What follows belongs to an exercise in optimizing a design on an open flow for small area, a short achievable clock period and few clock cycles per item; a production flow would make more cautious choices. Function was checked by simulation only, so behaviour that the tests miss may differ from the original. Power and IR drop assume default switching activity.

## thoken_dec
module thoken_dec (
    input  wire        clk,
    input  wire        rst,
    input  wire        start_valid,
    output wire        start_ready,
    input  wire [1:0]  start_bpp,      
    input  wire [15:0] start_bytes,    
    input  wire        in_valid,
    output reg         in_ready,
    input  wire [7:0]  in_data,
    output reg         px_valid,
    output reg  [3:0]  px_data,
    output reg         done,
    output reg         ok
);
For scale: about 2500 cells after synthesis, ~1200 flip-flops, roughly 39 I/O pins.
make LEC_CHECK=0 CAP_MARGIN=20 CORE_MARGIN=2 CORE_UTILIZATION=48 CTS_CLUSTER_DIAMETER=60 CTS_CLUSTER_SIZE=30 SETUP_SLACK_MARGIN=3.75 SLEW_MARGIN=20 finish   # period 7.0 ns
run.sh (not shown) runs the stock make flow with config.mk's settings and CLKGATE_MAP_FILE= SYNTH_SCRIPT=/design/flow/synth_recipe.tcl, a recipe that flattens the netlist after the stock synthesis.
The starting point completed with no timing, DRC or antenna violations.
Testbench counts at the start, summed over its fixed seeds: cycles 1,179,834, items 1,179,648.
Next try:
- CORE_UTILIZATION: 48 -> 55
Synthesized area does not change. Critical path depth is higher by 1. Wire length goes up by 3.5%. Final cell count goes down by about 2.5%. Synthesized cell count is unchanged. Power rose by about 1.4%.
Next try:
- CORE_UTILIZATION: 55 -> 42
- SETUP_SLACK_MARGIN: 3.75 -> 3.9
Design area goes up by 3.9%; count of clock-buffer cells in the layout goes up by 17; via count goes up by 1.1%; worst setup slack got worse by 0.034 ns; global-route usage goes down by 5.1 points; final cell count goes up by 10%; sequential power stays flat; combinational power goes up by about 5%; sequential share of layout area goes down by 2.5 points; wire length goes up by 0.79%.
Next try:
- CORE_UTILIZATION: 42 -> 55
What happened: Via count drops by 1.7%. Design area drops by 4.7%. Global-route usage climbs by 4.7 points. Clock power drops by 17%.

---

## old
Another version of the RTL of thoken_dec (not shown whole).
Size in the first run: roughly 2500 cells after synthesis, about 1200 flip-flops, roughly 0.033 mm² of cells after synthesis.
Settings: LEC_CHECK=0, CAP_MARGIN=20, CORE_MARGIN=2, CORE_UTILIZATION=55, CTS_CLUSTER_DIAMETER=60, CTS_CLUSTER_SIZE=30, SETUP_SLACK_MARGIN=3.6, SLEW_MARGIN=20; clock period 7.0 ns.
Testbench counts of old, summed over its fixed seeds: cycles 1,179,857, items 1,179,648.
Input changes introduced in new (baseline for comparison: old):
- SETUP_SLACK_MARGIN changed from 3.6 to 3.3
Findings:
Compared with old, new ends up with less cell area.
Across new and old, none had a timing, DRC or antenna violation.
Comparing old with new, the clock network latency to the later pin of the worst-skew pair came out essentially unchanged.
Register-to-register slack: new worse than old
Across both runs, total met2 wirelength after detailed routing was higher for new than for old.
Of new and old, the lower highest net fanout along the worst path belongs to old.
The proportion of power drawn by combinational gates of new falls short of that of old by 1.7 points.
new vs. old: number of cells on the critical path went up by 4.
Min post-placement worst setup slack across new and old: new

---

== v1 ==
RTL: one of the versions met above, not the one the previous note started from.
Size in the first run: about 2500 cells after synthesis, ~1200 flip-flops, ~32000 um2 of cells after synthesis.
// thoken_dec
module thoken_dec (
    input  wire        clk,
    input  wire        rst,
    input  wire        start_valid,
    output wire        start_ready,
    input  wire [1:0]  start_bpp,      
    input  wire [15:0] start_bytes,    
    input  wire        in_valid,
    output reg         in_ready,
    input  wire [7:0]  in_data,
    output reg         px_valid,
    output reg  [3:0]  px_data,
    output reg         done,
    output reg         ok
);
    localparam S_IDLE  = 2'd0,
               S_DEC   = 2'd1,
               S_FIN   = 2'd2,
               S_DRAIN = 2'd3;
    localparam M_ROW = 2'd0,       
               M_LIT = 2'd1,       
               M_RUN = 2'd2;       
    reg [1:0]  state;
    reg [1:0]  mode;
    reg        b1, b2, b4;         
    reg [15:0] nleft;              
    reg        more;               
    reg [7:0]  ib;                 
    reg        ibv;
    reg [31:0] w;                  
    reg [6:0]  wcnt;               
    reg [8:0]  rem;                
    reg [7:0]  ydec;               
  ...
Settings: LEC_CHECK=0, CAP_MARGIN=20, CORE_MARGIN=2, CORE_UTILIZATION=48, CTS_CLUSTER_DIAMETER=60, CTS_CLUSTER_SIZE=30, SETUP_SLACK_MARGIN=4.1, SLEW_MARGIN=20; clock period 7.0 ns.
The flow did not stop early for v1: all stages ran, and the layout cleared the timing, DRC and antenna checks.
Testbench counts of v1, summed over its fixed seeds: cycles 1,179,834, items 1,179,648.
Input changes introduced in v34 (baseline for comparison: v1):
# v1
export LEC_CHECK = 0
export CAP_MARGIN = 20
export CORE_MARGIN = 2
export CORE_UTILIZATION = 48
export CTS_CLUSTER_DIAMETER = 60
export CTS_CLUSTER_SIZE = 30
export SETUP_SLACK_MARGIN = 4.1
export SLEW_MARGIN = 20
create_clock -name core_clock -period 7.0 [get_ports {clk}]
# v34
export LEC_CHECK = 0
export CAP_MARGIN = 20
export CORE_MARGIN = 2
export CORE_UTILIZATION = 51
export CTS_CLUSTER_DIAMETER = 60
export CTS_CLUSTER_SIZE = 30
export SETUP_SLACK_MARGIN = 3.9
export SLEW_MARGIN = 20
create_clock -name core_clock -period 7.0 [get_ports {clk}]
v34 ends up with a peak fanout along the critical path that is 4 lower than in v1.
Multi-input logic cell count of v34 falls short of that of v1 slightly.
Compare v34 and v1 | die extent in x lower: v34
Measured against each other, v34 and v1 differ in arrival time of the worst setup path, the higher figure coming from v1.
v34 reports a lower final hold slack than v1 does.
v34 finished every step from synthesis to the final layout, and the layout passed the timing, DRC and antenna checks.
~same area fraction of clock buffers and clock inverters in v34 and v1

---

Setup of rev 12:
Starting RTL as in the previous note.
// thoken_dec
module thoken_dec (
    input  wire        clk,
    input  wire        rst,
    input  wire        start_valid,
    output wire        start_ready,
    input  wire [1:0]  start_bpp,      
    input  wire [15:0] start_bytes,    
    input  wire        in_valid,
    output reg         in_ready,
    input  wire [7:0]  in_data,
    output reg         px_valid,
    output reg  [3:0]  px_data,
    output reg         done,
    output reg         ok
);
clock: 7.0 ns
lec_check: 0
cap_margin: 20
core_margin: 2
core_utilization: 48
cts_cluster_diameter: 60
cts_cluster_size: 30
setup_slack_margin: 3.9
slew_margin: 20
Testbench counts of rev 12, summed over its fixed seeds: cycles 1,179,834, items 1,179,648.
#### Input delta (rev 13 over rev 12)
- swapping 30 for 36 in CTS_CLUSTER_SIZE
- swapping 60 for 70 in CTS_CLUSTER_DIAMETER
- swapping 48 for 55 in CORE_UTILIZATION
Notes after the runs:
Rev 13 went all the way through synthesis, placement and routing and the layout is clean on timing, DRC and antenna. A end point of the critical path of ydec[5] is what rev 13 shows, while ydec[6] belongs to rev 12. Diff rev 12 -> rev 13: net switching power of the design down 2.9%; post-layout instance area fell by 1.6%; highest net fanout along the worst path now larger; worst endpoint data arrival time went up; global-route total usage across every layer rose by 3.1 points. Rev 13 vs. rev 12: last weighted congestion value of the routability-driven placer went up by 3.2%. Die width, rev 12 and rev 13: higher on rev 12. Changes observed in rev 13 relative to rev 12: cell count -about 3.5%; number of resized instances in the post-cts repair step fell about 13%.

## what the ideal ports hide
In the flow no input, the clock included, has a driving cell. The finished layouts below were timed again as built, in two steps.
Step 1 assumes that a clkbuf_16 drives the clock port and a buf_2 every other input.
Step 2 times the ports against the registers' clock, not the clock port: input delays grow and output delays shrink by t, the midpoint of the rising clock arrivals with the driver on.
Three values: ideal ports, drivers, drivers and shift; two values: the first two.
| run | shift t [ns] | setup WS [ns] | worst setup path at the end |
|---|---|---|---|
| the first run of note 1 | 0.693 | 3.658 / 3.658 / 3.658 | register to register |
| the second run of note 1 | 0.702 | 3.528 / 3.528 / 3.528 | register to register |
| the third run of note 1 | 0.691 | 3.494 / 3.494 / 3.494 | register to register |
| the fourth run of note 1 | 0.691 | 3.531 / 3.531 / 3.531 | register to register |
| old | 0.701 | 3.590 / 3.590 / 3.414 | input to register |
| new | 0.705 | 3.392 / 3.392 / 3.315 | input to register |
| v1 | 0.701 | 3.681 / 3.681 / 3.638 | input to register |
| v34 | 0.702 | 3.675 / 3.675 / 3.622 | input to register |
| rev 12 | 0.699 | 3.751 / 3.751 / 3.550 | input to register |
| rev 13 | 0.683 | 3.649 / 3.649 / 3.649 | register to register |
After both steps every run listed still meets setup and hold. The setup slack of rev 12, which loses most, moves by 0.000 ns with the drivers and by -0.201 ns with both steps.
